Background: an optimization exercise with open tools, aiming at small area, a short achievable clock period and few clock cycles per item. Do not read the settings as production practice.
At most, simulation tests tie the RTL to the original design; equivalence was not proved.
No activity file was given, so power comes from the tool's default toggle rates.

==> flow/design.v (excerpt) <==
module mx_narrow (
    input  wire        clk,
    input  wire        rst,
    input  wire        in_valid,
    output wire        in_ready,
    input  wire [31:0] in_data,
    input  wire [3:0]  in_fmt,
    output wire        out_valid,
    input  wire        out_ready,
    output wire [7:0]  out_elem,
    output wire [7:0]  out_scale,
    output wire        out_last
);
Size: ~1600 cells after synthesis, about 700 flip-flops, ~0.021 mm² of cells after synthesis.
export LEC_CHECK = 0
export CAP_MARGIN = 20
export CORE_MARGIN = 2
export CORE_UTILIZATION = 65
export CTS_BUF_LIST = sky130_fd_sc_hd__clkbuf_8 sky130_fd_sc_hd__clkbuf_16
export CTS_CLUSTER_DIAMETER = 60
export CTS_CLUSTER_SIZE = 30
export PLACE_DENSITY = 0.75
export SLEW_MARGIN = 20
create_clock -name core_clock -period 18.0 [get_ports {clk}]
standard.sh (not shown) runs the stock make flow with config.mk's settings and CLKGATE_MAP_FILE= SYNTH_SCRIPT=/design/flow/synth_recipe.tcl, a recipe that flattens the netlist after the stock synthesis.
==> flow/flow/run.sh <==
#!/bin/bash
# Standard ORFS layout, with timing repair asked to leave extra setup slack.
set -euo pipefail
bash standard.sh SETUP_SLACK_MARGIN=13.5 BUFFER_PORTS_ARGS=-buffer_cell\ sky130_fd_sc_hd__buf_1 finish > standard_make.log 2>&1
Testbench counts at the start, summed over its fixed seeds: cycles 10,520, items 320.
Change:
==> flow/flow/run.sh (replaced) <==
#!/bin/bash
# Standard ORFS layout, with timing repair asked to leave extra setup slack.
set -euo pipefail
bash standard.sh SETUP_SLACK_MARGIN=13.7 BUFFER_PORTS_ARGS=-buffer_cell\ sky130_fd_sc_hd__buf_1 finish > standard_make.log 2>&1
--- a/flow/config.mk
+++ b/flow/config.mk
@@ -12,3 +12,3 @@
 export CTS_CLUSTER_DIAMETER = 60
-export CTS_CLUSTER_SIZE = 30
+export CTS_CLUSTER_SIZE = 24
 export PLACE_DENSITY = 0.75
Sequential share of layout area goes down by 1.3 points. Register-to-register slack is about the same. Via count goes up by a few percent. Global-route usage goes up by 1.1 points. Non-clock buffer count goes up by 26. Setup slack is about the same. Final area goes up by a few percent. Routed wire length goes up by a few percent. Total power goes up slightly.
Change:
==> flow/flow/run.sh (replaced) <==
#!/bin/bash
# Standard ORFS layout, with timing repair asked to leave extra setup slack.
set -euo pipefail
bash standard.sh SETUP_SLACK_MARGIN=13.4 BUFFER_PORTS_ARGS=-buffer_cell\ sky130_fd_sc_hd__buf_1 finish > standard_make.log 2>&1
--- a/flow/config.mk
+++ b/flow/config.mk
@@ -9,7 +9,7 @@
 export CORE_MARGIN = 2
-export CORE_UTILIZATION = 65
+export CORE_UTILIZATION = 70
 export CTS_BUF_LIST = sky130_fd_sc_hd__clkbuf_8 sky130_fd_sc_hd__clkbuf_16
-export CTS_CLUSTER_DIAMETER = 60
+export CTS_CLUSTER_DIAMETER = 50
 export CTS_CLUSTER_SIZE = 24
-export PLACE_DENSITY = 0.75
+export PLACE_DENSITY = 0.8
 export SLEW_MARGIN = 20
Effect: Design area falls by 0.89%. Synthesized area stays the same. Via count rises by about 6%. Total power rises by 3.9%. Global-route usage rises by 4.9 points. Die area falls by about 7%. Cell count falls by about 1.2%. Critical path depth rises by 19. Combinational power stays flat.

* * *

mx_narrow again, from the RTL that the note above started with.
## mx_narrow
module mx_narrow (
    input  wire        clk,
    input  wire        rst,
    input  wire        in_valid,
    output wire        in_ready,
    input  wire [31:0] in_data,
    input  wire [3:0]  in_fmt,
    output wire        out_valid,
    input  wire        out_ready,
    output wire [7:0]  out_elem,
    output wire [7:0]  out_scale,
    output wire        out_last
);
    function f_is_fp;   input [2:0] f; f_is_fp = ~(f[2] & f[1]); endfunction
    function f_is_fp8;  input [2:0] f; f_is_fp8 = (f[2:1] == 2'd0); endfunction
    function [3:0] f_bias;
        input [2:0] f;
        case (f)
        3'd0: f_bias = 4'd7;
        3'd1: f_bias = 4'd15;
        3'd2: f_bias = 4'd1;
        3'd3: f_bias = 4'd3;
        3'd4: f_bias = 4'd1;
        default: f_bias = 4'd0;
        endcase
    endfunction
    function [3:0] f_emax;
        input [2:0] f;
        case (f)
        3'd0: f_emax = 4'd8;
        3'd1: f_emax = 4'd15;
        3'd2: f_emax = 4'd2;
        3'd3: f_emax = 4'd4;
        3'd4: f_emax = 4'd2;
        default: f_emax = 4'd0;
        endcase
    endfunction
    function [4:0] f_ca;
        input [2:0] f;
        case (f)
        3'd0: f_ca = 5'd15;
        3'd1: f_ca = 5'd30;
        3'd2: f_ca = 5'd3;
        3'd3: f_ca = 5'd7;
        3'd4: f_ca = 5'd3;
        default: f_ca = 5'd0;
        endcase
    endfunction
    function [2:0] f_c2;
        input [2:0] f;
        case (f)
        3'd0: f_c2 = 3'd4;
        3'd1: f_c2 = 3'd5;
        3'd2: f_c2 = 3'd4;
        3'd3: f_c2 = 3'd5;
        3'd4: f_c2 = 3'd6;
        default: f_c2 = 3'd0;
        endcase
    endfunction
    function [6:0] f_maxenc;
        input [2:0] f;
        case (f)
        3'd0: f_maxenc = 7'h7E;
        3'd1: f_maxenc = 7'h7B;
        3'd2: f_maxenc = 7'h1F;
        3'd3: f_maxenc = 7'h1F;
        3'd4: f_maxenc = 7'h07;
        default: f_maxenc = 7'h7F;
        endcase
    endfunction
    function [1:0] f_mbits;
        input [2:0] f;
        case (f)
        3'd0: f_mbits = 2'd3;
        3'd1: f_mbits = 2'd2;
        3'd2: f_mbits = 2'd3;
        3'd3: f_mbits = 2'd2;
        3'd4: f_mbits = 2'd1;
  ...
clock: 18.0 ns
lec_check: 0
cap_margin: 20
core_margin: 2
core_utilization: 65
cts_buf_list: sky130_fd_sc_hd__clkbuf_8 sky130_fd_sc_hd__clkbuf_16
cts_cluster_diameter: 60
cts_cluster_size: 24
place_density: 0.75
slew_margin: 20
==> flow/flow/run.sh <==
#!/bin/bash
# Standard ORFS layout, with timing repair asked to leave extra setup slack.
set -euo pipefail
bash standard.sh SETUP_SLACK_MARGIN=13.0 BUFFER_PORTS_ARGS=-buffer_cell\ sky130_fd_sc_hd__buf_1 finish > standard_make.log 2>&1
Testbench counts at the start, summed over its fixed seeds: cycles 10,520, items 320.
Change:
==> flow/flow/run.sh (replaced) <==
#!/bin/bash
# Standard ORFS layout, with timing repair asked to leave extra setup slack.
set -euo pipefail
bash standard.sh SETUP_SLACK_MARGIN=13.5 BUFFER_PORTS_ARGS=-buffer_cell\ sky130_fd_sc_hd__buf_1 finish > standard_make.log 2>&1
Outcome: Setup slack improves by 0.23 ns. Cell count is higher by 1.1%. Via count hardly moves. Utilization is higher by 1.4 points. Register-to-register slack improves by 0.23 ns. Total power is lower by about 1.3%.
Change:
--- a/flow/config.mk
+++ b/flow/config.mk
@@ -13,3 +13,3 @@
 export CTS_CLUSTER_SIZE = 24
-export PLACE_DENSITY = 0.75
+export PLACE_DENSITY = 0.85
 export SLEW_MARGIN = 20
What happened: Area after synthesis stays the same. Clock-buffer cell count is unchanged. First-iteration DRC count rises by 50%. Register-to-register slack is better by 0.08 ns. Die area stays the same. Wire length goes up by 3.2%. Synthesized cell count stays the same.
Change:
--- a/flow/config.mk
+++ b/flow/config.mk
@@ -11,5 +11,5 @@
 export CTS_BUF_LIST = sky130_fd_sc_hd__clkbuf_8 sky130_fd_sc_hd__clkbuf_16
-export CTS_CLUSTER_DIAMETER = 60
-export CTS_CLUSTER_SIZE = 24
-export PLACE_DENSITY = 0.85
+export CTS_CLUSTER_DIAMETER = 40
+export CTS_CLUSTER_SIZE = 16
+export PLACE_DENSITY = 0.75
 export SLEW_MARGIN = 20
- flip-flop and latch count does not change
- hold slack gets better by 0.0063 ns
- utilization came out higher by 2.2 points
- routed wire length came out higher by 2.7%
- clock power came out higher by about 40%
- global-route usage came out higher by 0.84 points

* * *

mx_narrow, a different RTL version from the one above (not shown whole).
Size: roughly 1600 cells after synthesis.
Settings: LEC_CHECK=0, CAP_MARGIN=20, CORE_MARGIN=2, CORE_UTILIZATION=65, CTS_BUF_LIST=sky130_fd_sc_hd__clkbuf_8, CTS_CLUSTER_DIAMETER=50, CTS_CLUSTER_SIZE=20, PLACE_DENSITY=0.75, SLEW_MARGIN=20; clock period 18.0 ns.
==> flow/flow/run.sh <==
#!/bin/bash
# Standard ORFS layout, with timing repair asked to leave extra setup slack.
set -euo pipefail
bash standard.sh SETUP_SLACK_MARGIN=13.5 finish > standard_make.log 2>&1
Testbench counts at the start, summed over its fixed seeds: cycles 10,520, items 320.
==> next run, changes <==
==> flow/flow/run.sh (replaced) <==
#!/bin/bash
# Standard ORFS layout, with timing repair asked to leave extra setup slack.
set -euo pipefail
bash standard.sh SETUP_SLACK_MARGIN=13.5 BUFFER_PORTS_ARGS=-buffer_cell\ sky130_fd_sc_hd__buf_1 finish > standard_make.log 2>&1
CORE_UTILIZATION = 75   (was 65)
CTS_BUF_LIST = sky130_fd_sc_hd__clkbuf_16   (was sky130_fd_sc_hd__clkbuf_8)
CTS_CLUSTER_DIAMETER = 70   (was 50)
CTS_CLUSTER_SIZE = 30   (was 20)
PLACE_DENSITY = 0.85   (was 0.75)
- core utilization went up by 10 points
- via count went up by 8.1%
- hold slack gains 3.3 ps
- first-iteration DRC count went up by 120%
- sequential share of layout area went up by 1.1 points
- fmax went up by 2.6%
- design area went down by 1.7%
- area after synthesis does not change
- global-route usage went up by 8.5 points
- wire length went up by 22%

* * *

## before
mx_narrow again, from the RTL that the note above started with.
## mx_narrow
module mx_narrow (
    input  wire        clk,
    input  wire        rst,
    input  wire        in_valid,
    output wire        in_ready,
    input  wire [31:0] in_data,
    input  wire [3:0]  in_fmt,
    output wire        out_valid,
    input  wire        out_ready,
    output wire [7:0]  out_elem,
    output wire [7:0]  out_scale,
    output wire        out_last
);
export LEC_CHECK = 0
export CAP_MARGIN = 20
export CORE_MARGIN = 2
export CORE_UTILIZATION = 65
export CTS_BUF_LIST = sky130_fd_sc_hd__clkbuf_16
export CTS_CLUSTER_DIAMETER = 70
export CTS_CLUSTER_SIZE = 30
export PLACE_DENSITY = 0.75
export SLEW_MARGIN = 20
create_clock -name core_clock -period 18.0 [get_ports {clk}]
==> flow/flow/run.sh <==
#!/bin/bash
# Standard ORFS layout, with timing repair asked to leave extra setup slack.
set -euo pipefail
bash standard.sh SETUP_SLACK_MARGIN=14 BUFFER_PORTS_ARGS=-buffer_cell\ sky130_fd_sc_hd__buf_1 finish > standard_make.log 2>&1
Testbench counts of before, summed over its fixed seeds: cycles 10,520, items 320.
Setup changes, before to after
==> flow/flow/run.sh <==
#!/bin/bash
# Standard ORFS layout, with timing repair asked to leave extra setup slack.
set -euo pipefail
bash standard.sh SETUP_SLACK_MARGIN=13.5 BUFFER_PORTS_ARGS=-buffer_cell\ sky130_fd_sc_hd__buf_1 finish > standard_make.log 2>&1
--- outcome ---
The run showing the greater met3 routing resource usage after global routing is before.
Of the two values seen for capture point of the worst path, out_scale[2] was produced by after and out_scale[5] by before.
before → after: tightest hold margin -0.0060 ns; initial DRC count +295; leakage power total -1.6%; non-clock buffer count -about 27%.

* * *

the previous run:
mx_narrow, a different RTL version from the one above (not shown whole).
For scale: roughly 59 I/O pins, ~22000 um^2 of cells after synthesis.
==> flow/config.mk <==
export PLATFORM = sky130hd
export DESIGN_NAME = mx_narrow
export DESIGN_NICKNAME = mx_narrow
export VERILOG_FILES = /design/flow/design.v
export SDC_FILE = /design/flow/constraint.sdc
export NUM_CORES = 4
export LEC_CHECK = 0
export CAP_MARGIN = 70
export CORE_MARGIN = 2
export CORE_UTILIZATION = 40
export PLACE_DENSITY = 0.6
export SLEW_MARGIN = 70
==> flow/constraint.sdc <==
create_clock -name core_clock -period 18.0 [get_ports {clk}]
set_input_delay 3.6000 -clock core_clock [delete_from_list [all_inputs] [get_ports {clk}]]
set_output_delay 3.6000 -clock core_clock [all_outputs]
set_load 0.01 [all_outputs]
run.sh (not shown) runs the stock make flow with config.mk's settings and CLKGATE_MAP_FILE= SYNTH_SCRIPT=/design/flow/synth_recipe.tcl, a recipe that flattens the netlist after the stock synthesis.
Stock flow here: none of the scripts above is used.
The previous run finished end to end and its layout was clean on timing, DRC and antenna.
Here is what was changed in the inputs of the current run compared with the previous run.
Settings: CAP_MARGIN changed from 70 to 20; SLEW_MARGIN changed from 70 to 20.
## What came out
- Of the current run and the previous run, the higher time the worst path needs with I/O delays and setup belongs to the current run.
- The previous run → the current run: wire length of the first global-routing pass went down, via count went down.
- First-iteration DRC count (the previous run / the current run): 1.16
- The current run and the previous run ended up with nearly the same insertion delay of the later-clocked pin in the worst-skew pair.
- Delta (the current run minus the previous run): setup slack now sits lower; buffering overhead down 0.47 points; slew of the pin with the lowest slew margin rose 510 ps; total power consumption of the routed design rose 0.49%.
- Of the current run and the previous run, the run reporting the lower wire length was the current run.
- Sort the current run and the previous run by combinational group share of total power, descending, and the previous run comes first.
No run of this note included a check of the RTL's function; only the layout flow was run.

* * *

lagoon:
mx_narrow, a different RTL version from the one above (not shown whole).
Size: about 1700 cells after synthesis, about 730 flip-flops, roughly 59 I/O pins, about 22000 sq um of cells after synthesis.
==> flow/config.mk <==
export PLATFORM = sky130hd
export DESIGN_NAME = mx_narrow
export DESIGN_NICKNAME = mx_narrow
export VERILOG_FILES = /design/flow/design.v
export SDC_FILE = /design/flow/constraint.sdc
export NUM_CORES = 4
export LEC_CHECK = 0
export CAP_MARGIN = 20
export CORE_MARGIN = 2
export CORE_UTILIZATION = 40
export PLACE_DENSITY = 0.6
export SLEW_MARGIN = 20
==> flow/constraint.sdc <==
create_clock -name core_clock -period 18.0 [get_ports {clk}]
set_input_delay 3.6000 -clock core_clock [delete_from_list [all_inputs] [get_ports {clk}]]
set_output_delay 3.6000 -clock core_clock [all_outputs]
set_load 0.01 [all_outputs]
standard.sh (not shown) runs the stock make flow with config.mk's settings and CLKGATE_MAP_FILE= SYNTH_SCRIPT=/design/flow/synth_recipe.tcl, a recipe that flattens the netlist after the stock synthesis.
==> flow/flow/run.sh <==
#!/bin/bash
# Standard ORFS layout, with timing repair asked to leave extra setup slack.
set -euo pipefail
bash standard.sh SETUP_SLACK_MARGIN=12.5 finish > standard_make.log 2>&1
lagoon finished all stages; the layout is clean.
The inputs of xenon differ from those of lagoon as listed below.
Settings: an added ABC_AREA of 1.
-- flow/flow/run.sh --
<<< lagoon, line 4
bash standard.sh SETUP_SLACK_MARGIN=12.5 finish > standard_make.log 2>&1
>>> xenon, line 4
bash standard.sh SETUP_SLACK_MARGIN=13.5 finish > standard_make.log 2>&1
Findings:
- The combinational cell fraction of total power of xenon is higher than that of lagoon.
- Status: hold slack parity (lagoon, xenon)
- Changes observed in xenon relative to lagoon: slack of the critical path rose 0.67 ns, starting density of the core about even.
- Relative to lagoon, final design instance area without fill increased by 290 sq um in xenon.
- From lagoon to xenon the numbers moved as follows: peak supply drop went down 7.7%; global-route wire length before repair now sits higher; die area now sits at about the same level.
[inputs] onyx vs xenon
Settings: a deleted ABC_AREA that had been 1.
Notes after the runs:
- onyx can be clocked faster than xenon.
- Compared with xenon, in onyx wire length of the first global-routing pass fell by 2.3 mm; critical path depth stayed essentially flat; power attributed to the clock group stayed essentially flat; number of cell instances on the worst register-to-register path fell by 6.
- From xenon to onyx the numbers moved as follows: fraction of the yosys area taken by sequential cells held, post-synthesis instance area held, power share of the sequential group went up 0.6 points.
- Compared with xenon, onyx shows number of filler cells placed in the layout that has gone down by a few percent.
- Going from xenon to onyx, the sequential share of cell area was found to have gone up by 0.42 points.
- Number of nets in the layout went down by more than 10% going from xenon to onyx.
Here is what was changed in the inputs of raven compared with onyx.
==> flow/run.sh (new file) <==
#!/bin/bash
# synth_recipe.tcl (not shown) runs the flow's synth.tcl, then flattens the netlist and writes it again
# the make line also repeats each setting of config.mk as NAME=value (left out here)
make -C /OpenROAD-flow-scripts/flow DESIGN_CONFIG=/design/flow/config.mk WORK_HOME=/design/flow/orfs CLKGATE_MAP_FILE= SYNTH_SCRIPT=/design/flow/synth_recipe.tcl finish
removed: flow/flow/run.sh
removed: flow/standard.sh
Results
raven gives more sequential share of layout area than onyx did. Run comparison: raven worst setup path startpoint out_ready; onyx worst setup path startpoint o_scale[6]. Depth of the worst register-to-register path delta for raven relative to onyx: 1 lower. raven: final non-filler cell total lower than onyx. Compared with onyx, raven shows number of non-clock buffers lower by 22. For number of placed cells counting well taps, onyx and raven come out practically identical. onyx has lower time the worst path needs with I/O delays and setup than raven. Standby leakage power, raven vs onyx: down slightly. Compared raven against onyx; combinational share of power within noise. Cell area, raven and onyx, lower one = raven. Between raven and onyx, the difference in register cell area after layout is negligible.
No run of this note included a check of the RTL's function; only the layout flow was run.

[what the ideal ports hide]
The results above use ideal ports. As a check the final layouts listed here were re-extracted and re-timed, cells and wires unchanged. Step 1, drivers: a clkbuf_16 drives clk and a buf_2 each remaining input, both assumed. Step 2, shift: input delay + t, output delay - t, t = (earliest + latest rising clock arrival at the registers) / 2. This alone moves slack from input paths to output paths. a / b / c = ideal / step 1 / step 2; a / b = the first two.
run | t (ns) | slack for setup (ns) | slew at the worst register clock pin (ns) | worst data-port slew with drivers (ns) | cell pins on the clock port's net
the first run of note 1 | 0.585 | 13.341 / 13.315 / 12.869 | 0.11 / 0.11 | 0.07 | 1
the second run of note 1 | 0.591 | 13.339 / 13.287 / 12.803 | 0.09 / 0.09 | 0.05 | 1
the third run of note 1 | 0.615 | 13.149 / 13.149 / 12.910 | 0.10 / 0.10 | 0.06 | 1
the first run of note 2 | 0.586 | 13.088 / 13.088 / 12.641 | 0.09 / 0.09 | 0.06 | 1
the second run of note 2 | 0.595 | 13.315 / 13.291 / 12.922 | 0.09 / 0.09 | 0.06 | 1
the third run of note 2 | 0.596 | 13.330 / 13.279 / 12.796 | 0.10 / 0.10 | 0.08 | 1
the fourth run of note 2 | 0.604 | 13.315 / 13.293 / 12.917 | 0.07 / 0.07 | 0.06 | 1
the first run of note 3 | 0.701 | 13.144 / 13.095 / 12.789 | 0.12 / 0.12 | 0.05 | 1
the second run of note 3 | 0.637 | 13.266 / 13.217 / 12.862 | 0.11 / 0.11 | 0.04 | 1
before | 0.645 | 13.231 / 13.180 / 12.913 | 0.11 / 0.11 | 0.07 | 1
after | 0.589 | 13.326 / 13.276 / 12.902 | 0.11 / 0.11 | 0.05 | 1
the previous run | 0.651 | 10.772 / 10.772 / 10.772 | 0.06 / 0.06 | 0.04 | 1
the current run | 0.645 | 10.134 / 10.134 / 10.063 | 0.07 / 0.07 | 0.04 | 1
lagoon | 0.626 | 12.576 / 12.608 / 11.982 | 0.07 / 0.07 | 0.05 | 1
xenon | 0.648 | 13.243 / 13.189 / 13.009 | 0.07 / 0.07 | 0.05 | 1
onyx | 0.639 | 13.264 / 13.211 / 12.856 | 0.06 / 0.06 | 0.05 | 1
raven | 0.643 | 11.818 / 11.850 / 11.207 | 0.07 / 0.07 | 0.05 | 1
After both steps every run listed still meets setup and hold. For raven, which loses most, drivers alone change the setup slack by +0.032 ns; drivers and shift together by -0.611 ns.
